From an optimization exercise on the open Yosys and OpenROAD flow, aimed at small area, a short achievable clock period and few clock cycles per item; shortcuts taken in it are not production practice.
Only simulation tests tie the RTL to the original design; equivalence was not proved.
Power figures rest on the tool's default switching activity, not on a simulated workload.

<file path="design/flow/config.mk">
export PLATFORM = sky130hd
export DESIGN_NAME = cws_bitenc
export DESIGN_NICKNAME = cws_bitenc
export VERILOG_FILES = /design/flow/design.v
export SDC_FILE = /design/flow/constraint.sdc
export NUM_CORES = 4
export LEC_CHECK = 0
export CAP_MARGIN = 20
export CORE_MARGIN = 2
export CORE_UTILIZATION = 40
export PLACE_DENSITY = 0.6
export SETUP_SLACK_MARGIN = 2.5
export SLEW_MARGIN = 20
</file>
<file path="design/flow/run.sh">
#!/bin/bash
# synth_recipe.tcl (not shown) runs the flow's synth.tcl, then flattens the netlist and writes it again
# the make line also repeats each setting of config.mk as NAME=value (left out here)
make -C /OpenROAD-flow-scripts/flow DESIGN_CONFIG=/design/flow/config.mk WORK_HOME=/design/flow/orfs CLKGATE_MAP_FILE= SYNTH_SCRIPT=/design/flow/synth_recipe.tcl finish
</file>
<file path="design/flow/constraint.sdc">
create_clock -name core_clock -period 5.0 [get_ports {clk}]
set_input_delay 1.0000 -clock core_clock [delete_from_list [all_inputs] [get_ports {clk}]]
set_output_delay 1.0000 -clock core_clock [all_outputs]
set_load 0.01 [all_outputs]
</file>
<file path="design/flow/design.v">
module cws_bitenc (
    input  wire        clk,
    input  wire        rst,
    input  wire        cmd_valid,
    output wire        cmd_ready,
    input  wire [1:0]  cmd_hdr,
    input  wire [1:0]  cmd_crc,
    input  wire        cmd_fec,
    input  wire [12:0] cmd_len,
    input  wire [15:0] cmd_bseq,
    input  wire [31:0] cmd_user,
    input  wire        in_valid,
    output wire        in_ready,
    input  wire [7:0]  in_data,
    output wire        out_valid,
    input  wire        out_ready,
    output wire [15:0] out_data,
    output wire [4:0]  out_nbits,
    output wire        out_last
);
    reg        ph_idle, ph_h0, ph_h, ph_pay, ph_crc, ph_tail, ph_empty;
    reg        hlong, has_pay, ck16, ck32, fec;
    reg  [4:0] h0b;            
    reg [55:0] hsr;            
    reg  [2:0] cnt;            
    reg [31:0] crc;            
    reg  [5:0] enc;            
    reg [12:0] in_left;        
    reg        in_ready_r;
    reg        q0_v, q1_v, q0_l, q1_l;
    reg  [7:0] q0_d, q1_d;
    reg [15:0] pk;             
    reg        pk_full, pk_half, pk_last;
    reg  [2:0] pk_nb;          
    reg [15:0] od;
    reg        ov, ol;
    reg  [2:0] onb;
    wire [7:0] ab = ({3'b000, h0b}            & {8{ph_h0}})
                  | (hsr[55:48]               & {8{ph_h}})
                  | (q0_d                     & {8{ph_pay}})
                  | ((crc[31:24] ^ {8{ck32}}) & {8{ph_crc}});
    wire go = !pk_full && (ph_h0 || ph_h || ph_crc || ph_tail || ph_empty ||
                           (ph_pay && q0_v));
    wire nocrc = !ck16 && !ck32;
    wire h_end = ph_h && (hlong ? (cnt == 3'd7) : (cnt == 3'd3));
    wire p_end = ph_pay && q0_l;
    wire c_end = ph_crc && (ck32 ? (cnt == 3'd3) : (cnt == 3'd1));
    wire to_pay  = h_end && has_pay;
    wire to_crc  = (h_end && !has_pay && !nocrc) || (p_end && !nocrc);
    wire to_tail = ((h_end && !has_pay && nocrc) || (p_end && nocrc) || c_end) && fec;
    wire is_last = ph_tail || ph_empty ||
                   (((h_end && !has_pay && nocrc) || (p_end && nocrc) || c_end) && !fec);
    function [15:0] crc16_byte(input [15:0] c, input [7:0] b);
        integer i;
        reg [15:0] r;
        begin
            r = c;
            for (i = 7; i >= 0; i = i - 1)
                r = {r[14:0], 1'b0} ^ ((r[15] ^ b[i]) ? 16'h1021 : 16'h0000);
            crc16_byte = r;
        end
    endfunction
    function [31:0] crc32_byte(input [31:0] c, input [7:0] b);
        integer i;
        reg [31:0] r;
        begin
            r = c;
            for (i = 0; i < 8; i = i + 1)
                r = {1'b0, r[31:1]} ^ ((r[0] ^ b[i]) ? 32'hEDB8_8320 : 32'h0000_0000);
            crc32_byte = r;
        end
    endfunction
    wire [31:0] c32n = crc32_byte(crc, ab);
    wire [15:0] c16n = crc16_byte(crc[31:16], ab);
    wire [31:0] crc_upd = {ck32 ? c32n[31:16] : c16n, c32n[15:0]};
    reg [15:0] fw;
    reg  [5:0] enc_n;
    always @* begin : conv
        integer i;
        reg [6:0] w;
        reg [5:0] s;
        s = enc;
        for (i = 0; i < 8; i = i + 1) begin
            w = {ab[7 - i], s};
            fw[2 * i]     = ^(w & 7'o171);
            fw[2 * i + 1] = ^(w & 7'o133);
            s = w[6:1];
        end
        enc_n = s;
    end
    wire [7:0] rb = {ab[0], ab[1], ab[2], ab[3], ab[4], ab[5], ab[6], ab[7]};
    wire        complete = fec || ph_tail || ph_empty || pk_half || is_last;
    wire [15:0] cb = fec     ? {fw[15:12] & {4{!ph_tail}}, fw[11:0]} :
                     pk_half ? {rb, pk[7:0]} : {8'h00, rb};
    wire [2:0]  cb_nb = fec     ? (ph_tail ? 3'b011 : 3'b100) :
                        pk_half ? 3'b100 :
                        ph_empty ? 3'b000 : 3'b010;
    wire out_free = !ov || out_ready;
    wire pop    = go && ph_pay;
    wire push   = in_valid && in_ready_r;
    wire keep0  = q0_v && !pop;
    wire accept = ph_idle && cmd_valid;
    wire q_last = (in_left == 13'd1);
    wire q1_v_n = keep0 ? (q1_v || push) : (q1_v && push);
    wire left_nz_n = accept ? (cmd_len != 13'd0) :
                     ph_idle ? 1'b0 :
                     push ? !q_last : (in_left != 13'd0);
    assign cmd_ready = ph_idle;
    assign in_ready  = in_ready_r;
    assign out_valid = ov;
    assign out_data  = od;
    assign out_nbits = {onb, 2'b00};
    assign out_last  = ol;
    always @(posedge clk) begin
        if (ph_idle) begin
            hlong   <= (cmd_hdr == 2'd2);
            has_pay <= (cmd_len != 13'd0);
            ck16    <= (cmd_crc == 2'd1);
            ck32    <= (cmd_crc == 2'd2);
            fec     <= cmd_fec;
            h0b     <= cmd_len[12:8];
            hsr     <= {cmd_len[7:0], cmd_bseq, cmd_user};
            in_left <= cmd_len;
            crc     <= 32'hFFFF_FFFF;
            enc     <= 6'd0;
            cnt     <= 3'd0;
        end else begin
            if (push)
                in_left <= in_left - 13'd1;
            if (go) begin
                cnt <= (to_crc ? 3'd0 : cnt + 3'd1);
                if (ph_h)
                    hsr <= {hsr[47:0], 8'd0};
                if (ph_h0 || ph_h || ph_pay)
                    crc <= crc_upd;
                if (ph_crc)
                    crc <= {crc[23:0], 8'd0};
                enc <= enc_n;
            end
        end
        if (rst) begin
            ph_idle  <= 1'b1;
            ph_h0    <= 1'b0;
            ph_h     <= 1'b0;
            ph_pay   <= 1'b0;
            ph_crc   <= 1'b0;
            ph_tail  <= 1'b0;
            ph_empty <= 1'b0;
        end else if (accept) begin
            ph_idle  <= 1'b0;
            ph_h0    <= (cmd_hdr != 2'd0);
            ph_pay   <= (cmd_hdr == 2'd0) && (cmd_len != 13'd0);
            ph_crc   <= (cmd_hdr == 2'd0) && (cmd_len == 13'd0) && (cmd_crc != 2'd0);
            ph_tail  <= (cmd_hdr == 2'd0) && (cmd_len == 13'd0) && (cmd_crc == 2'd0) && cmd_fec;
            ph_empty <= (cmd_hdr == 2'd0) && (cmd_len == 13'd0) && (cmd_crc == 2'd0) && !cmd_fec;
        end else if (go) begin
            ph_idle  <= is_last;
            ph_h0    <= 1'b0;
            ph_h     <= ph_h0 || (ph_h && !h_end);
            ph_pay   <= to_pay || (ph_pay && !p_end);
            ph_crc   <= to_crc || (ph_crc && !c_end);
            ph_tail  <= to_tail;
            ph_empty <= 1'b0;
        end
        if (!keep0) begin
            q0_d <= q1_v ? q1_d : in_data;
            q0_l <= q1_v ? q1_l : q_last;
        end
        if (!(keep0 && q1_v)) begin
            q1_d <= in_data;
            q1_l <= q_last;
        end
        if (rst) begin
            q0_v       <= 1'b0;
            q1_v       <= 1'b0;
            in_ready_r <= 1'b0;
        end else begin
            q0_v       <= keep0 || q1_v || push;
            q1_v       <= q1_v_n;
            in_ready_r <= left_nz_n && !q1_v_n;
        end
        if (go) begin
            pk      <= cb;
            pk_nb   <= cb_nb;
            pk_last <= is_last;
        end
        if (rst) begin
            pk_full <= 1'b0;
            pk_half <= 1'b0;
        end else begin
            if (go)
                pk_half <= !complete;
            if (go && complete && !out_free)
                pk_full <= 1'b1;
            else if (out_free)
                pk_full <= 1'b0;
        end
        if (out_free) begin
            od  <= pk_full ? pk      : cb;
            onb <= pk_full ? pk_nb   : cb_nb;
            ol  <= pk_full ? pk_last : is_last;
        end
        if (rst)
            ov <= 1'b0;
        else if (out_free)
            ov <= pk_full || (go && complete);
    end
endmodule
</file>
==> results of run 1 <==
layer usage:
layer / vias to the layer above / share of wire [%] / track usage (%)
met5: - / 0 / 0
li1: 3503 / - / -
met1: 3562 / 47 / 27.0
met3: 27 / 5.1 / 3.58
met2: 211 / 47 / 28.8
met4: 0 / 1.6 / 5.63
final cells by class:
class	count	area (µm²)	share of cell area, %
sequential	191	5210	39.4
tap	324	405	3.07
timing repair buffer	191	1860	14.1
clock inverter	15	161	1.22
inverter	25	96.3	0.729
multi-input combinational	621	5050	38.2
clock buffer	17	425	3.22
stage by stage:
stage / instance area [µm²] / util (%) / setup WS [ps] / hold WS [ps] / total power, W
6_report: 13200 / 54.2 / 2390 / 528 / 0.00721
5_1_grt: 13200 / 54.2 / 2280 / 555 / 0.00759
4_1_cts: 12600 / 51.7 / 2430 / 537 / 0.00674
3_5_place_dp: 11400 / 46.8 / 1640 / 520 / 0.00505
3_3_place_gp: 11400 / 46.8 / 1660 / 502 / 0.00503
2_1_floorplan: 10200 / - / 2240 / 479 / 0.00439
cells by family after synthesis:
logic type / Yosys count
and+or+nand+nor: 197
AOI/OAI and AO/OA: 192
DFF: 191
other: 1
muxes: 74
buffers and inverters: 80
xor gates and xnor gates: 150
adders and majority gates: 6
tightest hold or removal path: stages (launching register included):
cell and delay, ps:
dfxtp_1 360, a21oi_1 70, nor2_1 70
sequential cells by signal, summed over array words and instances, names as in the netlist, 3 cells and up:
| signal | flops |
|---|---|
| cnt | 3 |
| crc | 32 |
| enc | 6 |
| h0b | 5 |
| hsr | 56 |
| in_left | 13 |
| od | 16 |
| onb | 3 |
| pk | 16 |
| pk_nb | 3 |
| q0_d | 8 |
| q1_d | 8 |
where the power goes:
group / total [W] / internal (W) / switching [W]
clock network: 0.00138 / 0.000713 / 0.000666
logic: 0.00344 / 0.00180 / 0.00164
registers: 0.00239 / 0.00215 / 0.000244
total: 0.00721 / 0.00466 / 0.00256
Yosys cell counts, types with 6 or more instances:
| library cell | number |
|---|---|
| a211oi_1 | 13 |
| a21oi_1 | 55 |
| a22oi_1 | 9 |
| a31oi_1 | 7 |
| and2_1 | 11 |
| buf_1 | 6 |
| buf_2 | 6 |
| clkbuf_1 | 40 |
| dfxtp_1 | 54 |
| edfxtp_1 | 137 |
| ha_1 | 6 |
| inv_1 | 24 |
| mux2_2 | 62 |
| mux2i_1 | 12 |
| nand2_1 | 51 |
| nand2b_1 | 6 |
| nor2_1 | 76 |
| nor3_1 | 21 |
| o21ai_0 | 50 |
| o22ai_1 | 6 |
| xnor2_1 | 102 |
| xor2_1 | 37 |
worst paths after layout:
check / slack (ps) / endpoint
max: 2390 / od[15]$_DFFE_PP_
min: 530 / cnt[1]$_SDFFE_PP0P_
max reg2reg: 2390 / od[15]$_DFFE_PP_
min reg2reg: 530 / cnt[1]$_SDFFE_PP0P_
repair_timing:
| action | CTS | global route |
|---|---|---|
| gates cloned | 1 | 0 |
| resized for setup | 33 | 59 |
| pin swaps | 23 | 36 |
| setup endpoints to repair | 151 | 48 |
| setup buffers | 47 | 30 |
| hold endpoints to repair | 0 | 0 |
==> key figures, run 1 <==
Run
  • Max cap viols: 0

Setup path
  • Required @ worst endpoint: 5190 ps
  • Crit end category: register
  • Cell Chain, Critical Path: a222oi_1 > buf_4 > a21boi_4 > buf_12 > buf_12 > xor2_4 > xnor2_4 > xor2_1 > o22ai_2 > mux2_4
  • Critical Path Start Type: register
  • Critical setup path kind: reg2reg
  • Crit path launch: h0b[3]$_DFFE_PP_
  • Top delay family on crit path: compound AO/OA/AOI/OAI gates
  • CP peak stage delay: 370 ps
  • Crit-path most repeated cell: buf_12
  • Buffers plus inverters on the worst setup path: 3
  • RR Startpoint: h0b[3]$_DFFE_PP_
  • Levels on crit path: 10
  • Critical Path Fanout Max: 3
  • Crit-path slowest cell: edfxtp_1
  • Depth of the worst register-to-register path: 10
  • Worst EP arrival: 2790 ps

Layout
  • Post-layout nets: 1132
  • Finished Layout Cells: 1384
  • Fill count: 2088
  • Most frequent cells in the layout: edfxtp_1, clkdlybuf4s50_1, xnor2_1
  • Most common cell after layout, fill and taps aside: edfxtp_1
  • ANT cells: 0
  • Share of layout cells above drive strength 1: 24.6%
  • Synth-to-Final Area Change: 32.4%

Timing
  • Setup TNS: 0 ps
  • Highest clock rate: 384 MHz
  • Final Max Tran Viols: 0
  • Clk_skew: 11.9 ps
  • Final number of setup-violating endpoints: 0
  • Max_slew headroom: 48.6%
  • RSZ-0062 raised after global routing: true
  • Final Cycle Share: 52.1%
  • Final Hold Viols: 0
  • Final Critical Period: 2610 ps
  • Worst-Margin Slew: 771 ps

Synth
  • Post-synth EDFFs: 137
  • Top cells by area, synth: edfxtp_1, dfxtp_1, xnor2_1
  • Syn avg cell area: 11.2 µm²
  • Unique masters post-synth: 64
  • Main combinational cell family by area after synthesis: XOR/XNOR gates
  • Post-Synthesis Cells: 891
  • Synth Area in XOR/XNOR: 14.5%
  • Synth top area share: 41.2%
  • Main synth FF type: edfxtp_1
  • Area leader, netlist: edfxtp_1
  • Synth Area in Compound Gates: 12.3%
  • Synth warn: 1
  • Register area share after synthesis: 52.0%
  • Synth Area in Adders: 0.752%
  • Simple-gate portion of the synthesized area: 8.93%
  • Post-synth ARST share: 0%
  • Syn Std Cell Area: 9990 µm²
  • Yosys reg bits: 191
  • Mux cell area share after synthesis: 8.19%

Die
  • Core area: 24400 µm²
  • Number of I/O pins: 104
  • Die width: 162 µm
  • Die area: 26200 µm²
  • # rows: 57
  • Die Span Y: 162 µm
  • Starting Density: 40.9%

Clock network
  • Clock Latency Late Sink: 440 ps
  • Clock transition at the registers of the reported paths: 80 ps
  • Clock buffer count from CTS: 17
  • CTS Buffer Depth: 2
  • H-tree Lvls: 4
  • Hold buffer count at CTS: 0
  • Clock sink count: 191
  • Root Buffer: clkbuf_16
  • TritonCTS clock tree: done

GRT
  • Grt total ovfl: 0
  • Initial antenna violation count: 0
  • Largest net degree at the start of global routing: 80
  • Global-route wire length before repair: 38.5 mm
  • Number of global-route vias before repair: 6927
  • Total track usage: 18.7%

Min path
  • Worst hold stages: 2
  • Hold_sp: cnt[1]$_SDFFE_PP0P_
  • Hold WC Path Type: reg2reg

Detailed routing
  • DRT iter0 DRCs: 580
  • Final wirelength: 25.0 mm
  • Residual DRC count: 0
  • WL per Instance: 18.0 µm
  • Vias per cell: 5.28
  • Router iterations before antenna repair: 5
  • Post-route ant nets: 0
  • Via count: 7303

Place
  • Gpl congestion: 0.838
  • DP Cell Count: 1273
  • DP HPWL: 15.7 mm
  • Port Buffers: 101

Status
  • Status: finished clean

Power and ir drop
  • Maximum vdd ir drop: 0.236 mV
  • Leak: 4.96 nW
  • PD cells: 546 nW/µm²
Testbench counts, summed over its fixed seeds: cycles 90,288, items 1,077,244.
==> run 2: changes to the inputs <==
--- a/design/flow/config.mk
+++ b/design/flow/config.mk
@@ -9,5 +9,5 @@
 export CORE_MARGIN = 2
 export CORE_UTILIZATION = 40
 export PLACE_DENSITY = 0.6
-export SETUP_SLACK_MARGIN = 2.5
+export SETUP_SLACK_MARGIN = 3.2
 export SLEW_MARGIN = 20
==> run 2 against run 1 <==
  * Critical path type unchanged
  * Non-clock buffer count up 37
  * Global-route usage up 0.87 points
  * Combinational power up 9.9%
  * Clock-buffer cell count unchanged
  * Core utilization up 3.4 points
  * Critical path depth down 1
  * Sequential share of layout area down 2.2 points
  * Hold slack better by 9.2 ps
  * Final cell count up 2.7%
  * Largest cell class is now multi-input combinational cells
  * Still clean on timing, DRC and antenna
==> key figures, run 2 <==
Status
  • Status: finished clean

Synth
  • Post-synth ARST share: 0% (unchanged)
  • Main synth FF type: edfxtp_1
  • Unique masters post-synth: 64 (unchanged)
  • Dominant cell by count in the synthesized netlist: edfxtp_1
  • Syn Std Cell Area: 9990 µm² (unchanged)
  • Post-synth EDFFs: 137 (unchanged)
  • Area leader, netlist: edfxtp_1
  • Top cells by area, synth: edfxtp_1, dfxtp_1, xnor2_1
  • Post-Synthesis Cells: 891 (unchanged)
  • Synth top area share: 41.2% (unchanged)
  • Synth top cells by count: edfxtp_1, xnor2_1, nor2_1
  • Yosys reg bits: 191 (unchanged)
  • Syn avg cell area: 11.2 µm² (unchanged)
  • Synth warn: 1 (unchanged)
  • Register area share after synthesis: 52.0% (unchanged)

Setup path
  • Crit path launch: hsr[51]$_DFFE_PP_
  • Required @ worst endpoint: 5200 ps (about the same)
  • Depth of the worst register-to-register path: 9 (-1)
  • Reg-to-Reg End: od[15]$_DFFE_PP_
  • FF-to-FF setup slack: 2410 ps (+20 ps)
  • Critical Path Start Type: register
  • Critical Path Fanout Max: 3 (unchanged)
  • Crit path to: od[15]$_DFFE_PP_
  • Crit end category: register
  • Critical setup path kind: reg2reg
  • RR Startpoint: hsr[51]$_DFFE_PP_
  • Worst EP arrival: 2790 ps (about the same)

Power and ir drop
  • Final Power: 0.00762 W (+5.7%)
  • Maximum vdd ir drop: 0.310 mV (+31%)
  • Switching Fraction: 36.9% (+1.5 points)
  • Power Internal: 0.00481 W (+3.2%)
  • Switching power total: 0.00282 W (+10%)
  • Leak: 5.39 nW (+8.7%)
  • Clock Power Share: 18.9% (-0.2 points)
  • Comb power frac: 49.6% (+1.9 points)
  • PD cells: 542 nW/µm² (-0.63%)
  • Sequential share of power: 31.5% (-1.7 points)

Clock network
  • Clock transition at the registers of the reported paths: 80 ps (about the same)
  • TritonCTS clock tree: done
  • Clock sink count: 191 (unchanged)
  • Root Buffer: clkbuf_16
  • CTS Buffer Depth: 2 (unchanged)
  • Clock buffer count from CTS: 17 (unchanged)
  • Clock Latency Late Sink: 460 ps (+20 ps)
  • H-tree Lvls: 4 (unchanged)

Detailed routing
  • Vias per cell: 5.36 (+1.5%)
  • Final wirelength: 27.0 mm (+8.2%)
  • Post-route ant nets: 0 (unchanged)
  • DRT iter0 DRCs: 710 (+22%)
  • Residual DRC count: 0 (unchanged)
  • WL per Instance: 19.0 µm (+5.3%)
  • Router iterations before antenna repair: 5 (unchanged)
  • Via count: 7616 (+4.3%)

GRT
  • Grt total ovfl: 0 (unchanged)
  • Initial antenna violation count: 0 (unchanged)
  • Largest net degree at the start of global routing: 100 (+25%)
  • Total track usage: 19.6% (+0.87 points)
  • Global-route wire length before repair: 39.8 mm (+3.5%)
  • Number of global-route vias before repair: 7114 (+2.7%)

Die
  • # rows: 57 (unchanged)
  • Die width: 162 µm (unchanged)
  • Die Span Y: 162 µm (unchanged)
  • Die area: 26200 µm² (unchanged)
  • Core area: 24400 µm² (unchanged)
  • Starting Density: 40.9% (unchanged)
  • Number of I/O pins: 104 (unchanged)

Layout
  • Most frequent cells in the layout: edfxtp_1, buf_4, nor2_1, xnor2_1, clkdlybuf4s50_1
  • Regs by FF count: hsr x56, crc x32
  • Top reg by flops: hsr
  • Finished Layout Cells: 1422 (+2.7%)
  • Max reg flops: 56 (unchanged)
  • Post-layout nets: 1170 (+3.4%)
  • Synth-to-Final Area Change: 40.7%
  • Layout Utilization: 57.6% (+3.4 points)
  • Fill count: 1997 (-4.4%)
  • ANT cells: 0 (unchanged)
  • Most common cell after layout, fill and taps aside: edfxtp_1
  • Share of layout cells above drive strength 1: 35.9% (+11 points)

Timing
  • Final Critical Period: 2590 ps (-19.7 ps)
  • Highest clock rate: 387 MHz (+0.76%)
  • Setup TNS: 0 ps (unchanged)
  • Final Max Tran Viols: 0 (unchanged)
  • Max_slew headroom: 41.1% (-7.5 points)
  • RSZ-0062 raised after global routing: true
  • Clk_skew: 16.2 ps (+4.26 ps)
  • Final number of setup-violating endpoints: 0 (unchanged)
  • Worst-Margin Slew: 881 ps (+109 ps)
  • Final Hold Viols: 0 (unchanged)
  • Final Cycle Share: 51.7% (-0.39 points)

Place
  • Gpl congestion: 0.824 (-1.7%)
  • DP HPWL: 15.9 mm (+1.8%)
  • Port Buffers: 101 (unchanged)
  • DP Cell Count: 1272 (-0.079%)

Min path
  • Hold WC Path Type: reg2reg

Run
  • Max cap viols: 0 (unchanged)
run 2: kinds of logic (layout without fill, tap and decap cells):
kind of cell	Yosys count	in the layout	share of synthesized area [%]
flops	191	191	52.0
mux	74	74	8.19
xor+xnor	150	150	14.5
compound gates	192	193	12.3
fa+ha+maj	6	6	0.752
simple gates	197	197	8.93
buf+inv	80	285	3.23
other cells	1	2	0.0376
run 2: how the worst min path moves through the flow:
| stage | depth (start not counted) | end | startpoint | slack, ps |
|---|---|---|---|---|
| CTS | 2 | enc[0]$_SDFFE_PP0P_ | enc[0]$_SDFFE_PP0P_ | 530 |
| global route | 2 | enc[0]$_SDFFE_PP0P_ | enc[0]$_SDFFE_PP0P_ | 550 |
| finish | 2 | enc[0]$_SDFFE_PP0P_ | enc[0]$_SDFFE_PP0P_ | 540 |
| detailed placement | 2 | enc[0]$_SDFFE_PP0P_ | enc[0]$_SDFFE_PP0P_ | 520 |
| global placement | 2 | enc[0]$_SDFFE_PP0P_ | enc[0]$_SDFFE_PP0P_ | 500 |
| floorplan | 2 | crc[8]$_SDFFE_PP1P_ | crc[8]$_SDFFE_PP1P_ | 480 |
run 2: critical path, cell delays in order, from the launching register on:
cell	delay (ps)
edfxtp_1	410
a222oi_1	320
buf_4	200
a21boi_4	240
buf_12	160
xor2_4	190
xnor2_4	170
xor2_1	230
o22ai_1	130
mux2_2	290
run 2: final cells by class:
cell class | count | area [µm²] | share of cell area, %
inverters | 25 | 101 | 0.721
repair buffers | 228 | 2110 | 15.0
flip-flops and latches | 191 | 5230 | 37.2
clock inverters | 15 | 196 | 1.40
clock buffers | 17 | 425 | 3.03
multi-input cells | 622 | 5580 | 39.7
well taps | 324 | 405 | 2.88
run 2: power by group through the flow:
stage / Sequential, W / Combinational [W] / Clock (W)
after floorplan: 0.00236 / 0.00208 / 0
after global placement: 0.00245 / 0.00263 / 0
after detailed placement: 0.00245 / 0.00264 / 0
after CTS: 0.00240 / 0.00322 / 0.00145
after global routing: 0.00244 / 0.00403 / 0.00152
final: 0.00240 / 0.00378 / 0.00144
run 2: layer usage:
layer / global-route usage, % / part of all wire [%]
met5: 0 / 0
met4: 5.83 / 2.2
met3: 3.09 / 6.1
met2: 30.7 / 48
met1: 28.2 / 44
run 2: timing repair:
item | in CTS | in global routing
endpoints found under the setup margin | 318 | 192
gates resized for setup | 229 | 105
pin swaps | 72 | 47
hold buffers | 0 | 0
cloned | 0 | 1
setup buffers | 73 | 44
run 2: metrics by stage:
stage	instance area (µm²)	setup slack, ps	hold WS [ps]
3_5_place_dp	11600	1650	516
6_report	14100	2410	538
4_1_cts	13300	2470	526
3_3_place_gp	11600	1710	501
5_1_grt	14100	2330	555
2_1_floorplan	10300	2240	479
==> run 3: changes to the inputs <==
--- a/design/flow/config.mk
+++ b/design/flow/config.mk
@@ -9,5 +9,4 @@
 export CORE_MARGIN = 2
 export CORE_UTILIZATION = 40
 export PLACE_DENSITY = 0.6
-export SETUP_SLACK_MARGIN = 3.2
 export SLEW_MARGIN = 20
==> run 3 against run 2 <==
  * First-iteration DRC count shrank 29%
  * Combinational power fell by 33%
  * Via count down 10%
  * Critical endpoint is now crc[30]$_SDFFE_PP1P_
==> key figures, run 3 <==
Setup path
  • Crit-path slowest cell: edfxtp_1
  • Crit-path most repeated cell: xnor2_1
  • CP peak stage delay: 1060 ps (+650 ps)
  • Critical Path Start Type: register
  • Worst EP arrival: 3840 ps (+1050 ps)
  • Critical setup path kind: reg2reg
  • Critical Path Fanout Max: 28 (+25)
  • Required @ worst endpoint: 5380 ps (+180 ps)
  • Cell Chain, Critical Path: xor2_1 > a21boi_2 > xnor2_1 > xnor3_2 > xnor2_1 > a21oi_1 > o221ai_1 > o31a_1
  • Crit end category: register

Die
  • Die area: 26200 µm² (unchanged)
  • Die width: 162 µm (unchanged)
  • Die Span Y: 162 µm (unchanged)
  • Number of I/O pins: 104 (unchanged)
  • Core area: 24400 µm² (unchanged)
  • # rows: 57 (unchanged)
  • Starting Density: 40.9% (unchanged)

Synth
  • Synth warn: 1 (unchanged)
  • Area leader, netlist: edfxtp_1
  • Synth top area share: 41.2% (unchanged)
  • Yosys reg bits: 191 (unchanged)
  • Register area share after synthesis: 52.0% (unchanged)
  • Post-Synthesis Cells: 891 (unchanged)
  • Syn Std Cell Area: 9990 µm² (unchanged)
  • Synth top cells by count: edfxtp_1, xnor2_1, nor2_1
  • Unique masters post-synth: 64 (unchanged)
  • Post-synth ARST share: 0% (unchanged)
  • Dominant cell by count in the synthesized netlist: edfxtp_1
  • Top cells by area, synth: edfxtp_1, dfxtp_1, xnor2_1
  • Post-synth EDFFs: 137 (unchanged)
  • Syn avg cell area: 11.2 µm² (unchanged)
  • Main synth FF type: edfxtp_1

Status
  • Status: finished clean

Timing
  • Final Hold Viols: 0 (unchanged)
  • Highest clock rate: 289 MHz (-25%)
  • Worst-Margin Slew: 1060 ps (+182 ps)
  • Clk_skew: 17.5 ps (+1.35 ps)
  • Final Cycle Share: 69.2% (+17 points)
  • Setup TNS: 0 ps (unchanged)
  • Final Critical Period: 3460 ps (+873 ps)
  • Final number of setup-violating endpoints: 0 (unchanged)
  • RSZ-0062 raised after global routing: false
  • Final Max Tran Viols: 0 (unchanged)
  • Max_slew headroom: 29.1% (-12 points)

Power and ir drop
  • Switching power total: 0.00224 W (-20%)
  • Maximum vdd ir drop: 0.288 mV (-7.1%)
  • Leak: 4.26 nW (-21%)
  • Sequential share of power: 38.4% (+6.9 points)
  • PD cells: 529 nW/µm² (-2.5%)
  • Power Internal: 0.00404 W (-16%)
  • Comb power frac: 40.4% (-9.2 points)
  • Switching Fraction: 35.7% (-1.2 points)
  • Final Power: 0.00628 W (-18%)
  • Clock Power Share: 21.2% (+2.3 points)

Clock network
  • Hold buffer count at CTS: 0 (unchanged)
  • Clock transition at the registers of the reported paths: 80 ps (about the same)
  • Clock Latency Late Sink: 440 ps (-20 ps)
  • Clock buffer count from CTS: 17 (unchanged)
  • # Post-CTS Setup Buffers: 0 (-100%)
  • Root Buffer: clkbuf_16
  • TritonCTS clock tree: done
  • Resized Gates After CTS: 0 (-100%)
  • H-tree Lvls: 4 (unchanged)
  • Clock sink count: 191 (unchanged)
  • CTS Buffer Depth: 2 (unchanged)

Layout
  • Share of layout cells above drive strength 1: 13.2% (-23 points)
  • Synth-to-Final Area Change: 18.9%
  • Top reg by flops: hsr
  • Regs by FF count: hsr x56, crc x32
  • Max reg flops: 56 (unchanged)
  • ANT cells: 0 (unchanged)
  • Most frequent cells in the layout: edfxtp_1, xnor2_1, clkdlybuf4s50_1
  • Most common cell after layout, fill and taps aside: edfxtp_1
  • Post-layout nets: 1057 (-9.7%)
  • Layout Utilization: 48.7% (-8.9 points)

Detailed routing
  • Router iterations before antenna repair: 5 (unchanged)
  • Via count: 6853 (-10%)
  • Final wirelength: 22.5 mm (-17%)
  • Vias per cell: 5.24 (-2.3%)
  • Post-route ant nets: 0 (unchanged)
  • DRT iter0 DRCs: 506 (-29%)
  • Residual DRC count: 0 (unchanged)
  • WL per Instance: 17.2 µm (-9.3%)

Min path
  • Hold WC Path Type: reg2reg

GRT
  • Initial antenna violation count: 0 (unchanged)
  • Grt total ovfl: 0 (unchanged)
  • Largest net degree at the start of global routing: 95 (-5.0%)
  • Global-route wire length before repair: 36.3 mm (-8.9%)
  • Number of global-route vias before repair: 6704 (-5.8%)
  • Total track usage: 17.6% (-2.0 points)

Run
  • Max cap viols: 0 (unchanged)

Place
  • DP HPWL: 16.0 mm (+0.59%)
  • Port Buffers: 101 (unchanged)
  • Gpl congestion: 0.851 (+3.3%)
## run 3: final timing paths
kind                          end  cells after the start  slack (ps)                start
max          crc[30]$_SDFFE_PP1P_                      8        1540       ck32$_DFFE_PP_
min reg2reg   enc[0]$_SDFFE_PP0P_                      2         520  enc[0]$_SDFFE_PP0P_
max reg2reg  crc[30]$_SDFFE_PP1P_                      8        1540       ck32$_DFFE_PP_
min           enc[0]$_SDFFE_PP0P_                      2         520  enc[0]$_SDFFE_PP0P_
## run 3: power groups by stage
stage	clock, W	sequential [W]	combinational, W
2_1_floorplan	0	0.00236	0.00195
3_3_place_gp	0	0.00244	0.00253
3_5_place_dp	0	0.00245	0.00253
4_1_cts	0.00137	0.00242	0.00255
5_1_grt	0.00142	0.00246	0.00280
6_report	0.00133	0.00241	0.00254
## run 3: cell families after synthesis
family	after synthesis	share of synthesized area, %
XOR/XNOR	150	14.5
buffers and inverters	80	3.23
other	1	0.0376
AO/OA/AOI/OAI	192	12.3
adder cells (fa/ha/maj)	6	0.752
AND/OR/NAND/NOR	197	8.93
multiplexers	74	8.19
flip-flops	191	52.0
## run 3: stage by stage
| stage | hold WS, ps | setup slack, ps | std cells | instance area [µm²] |
|---|---|---|---|---|
| after floorplan | 479 | 1870 | 892 | 9990 |
| after global placement | 497 | 1580 | 1276 | 11300 |
| after detailed placement | 509 | 1560 | 1276 | 11300 |
| after CTS | 519 | 1550 | 1308 | 11900 |
| after global routing | 568 | 1300 | 1309 | 11900 |
| final | 517 | 1540 | 1309 | 11900 |
## run 3: final cells by class
| cell class | instances | area, µm² |
|---|---|---|
| clock inverter | 14 | 143 |
| tap | 324 | 405 |
| multi-input combinational | 621 | 4480 |
| inverter | 25 | 93.8 |
| sequential | 191 | 5200 |
| clock buffer | 18 | 429 |
| timing repair buffer | 116 | 1130 |
| fill | 2286 | 12500 |
## run 3: worst max-delay path, delay by kind of cell, from the launching register on
family | cells | cell delay [ps]
XOR/XNOR | 4 | 1680
flip-flops | 1 | 1060
AO/OA/AOI/OAI | 4 | 670
## run 3: routing by layer
| metal | global-route usage [%] | part of all wire, % | wire length (µm) | up-vias |
|---|---|---|---|---|
| met5 | 0 | 0 | 0 | - |
| met4 | 4.26 | 1.1 | 255 | 0 |
| met3 | 3.37 | 4.9 | 1100 | 19 |
| met2 | 27.6 | 46 | 10400 | 158 |
| met1 | 25.3 | 48 | 10800 | 3323 |
| li1 | - | - | - | 3353 |

static timing again, ports no longer ideal:
The results above use ideal ports. As a check the final layouts listed here were re-extracted and re-timed, cells and wires unchanged.
Step 1: set_driving_cell puts a clkbuf_16 on clk and a buf_2 on each other input, an assumption about the parent block.
Step 2 times the ports against the registers' clock, not the clock port: input delays grow and output delays shrink by t, the midpoint of the rising clock arrivals with the driver on.
Slacks: ideal ports / drivers / drivers and shift; pairs: ideal ports / drivers.
run	shift t [ns]	slack for setup (ns)	slew at the worst register clock pin (ns)
run 1	0.478	2.393 / 2.393 / 2.185	0.08 / 0.08
run 2	0.497	2.413 / 2.413 / 2.413	0.09 / 0.09
run 3	0.477	1.540 / 1.540 / 1.540	0.08 / 0.08
After both steps setup and hold are still met in every run listed. The setup slack of run 1, which loses most, moves by 0.000 ns with the drivers and by -0.208 ns with both steps.
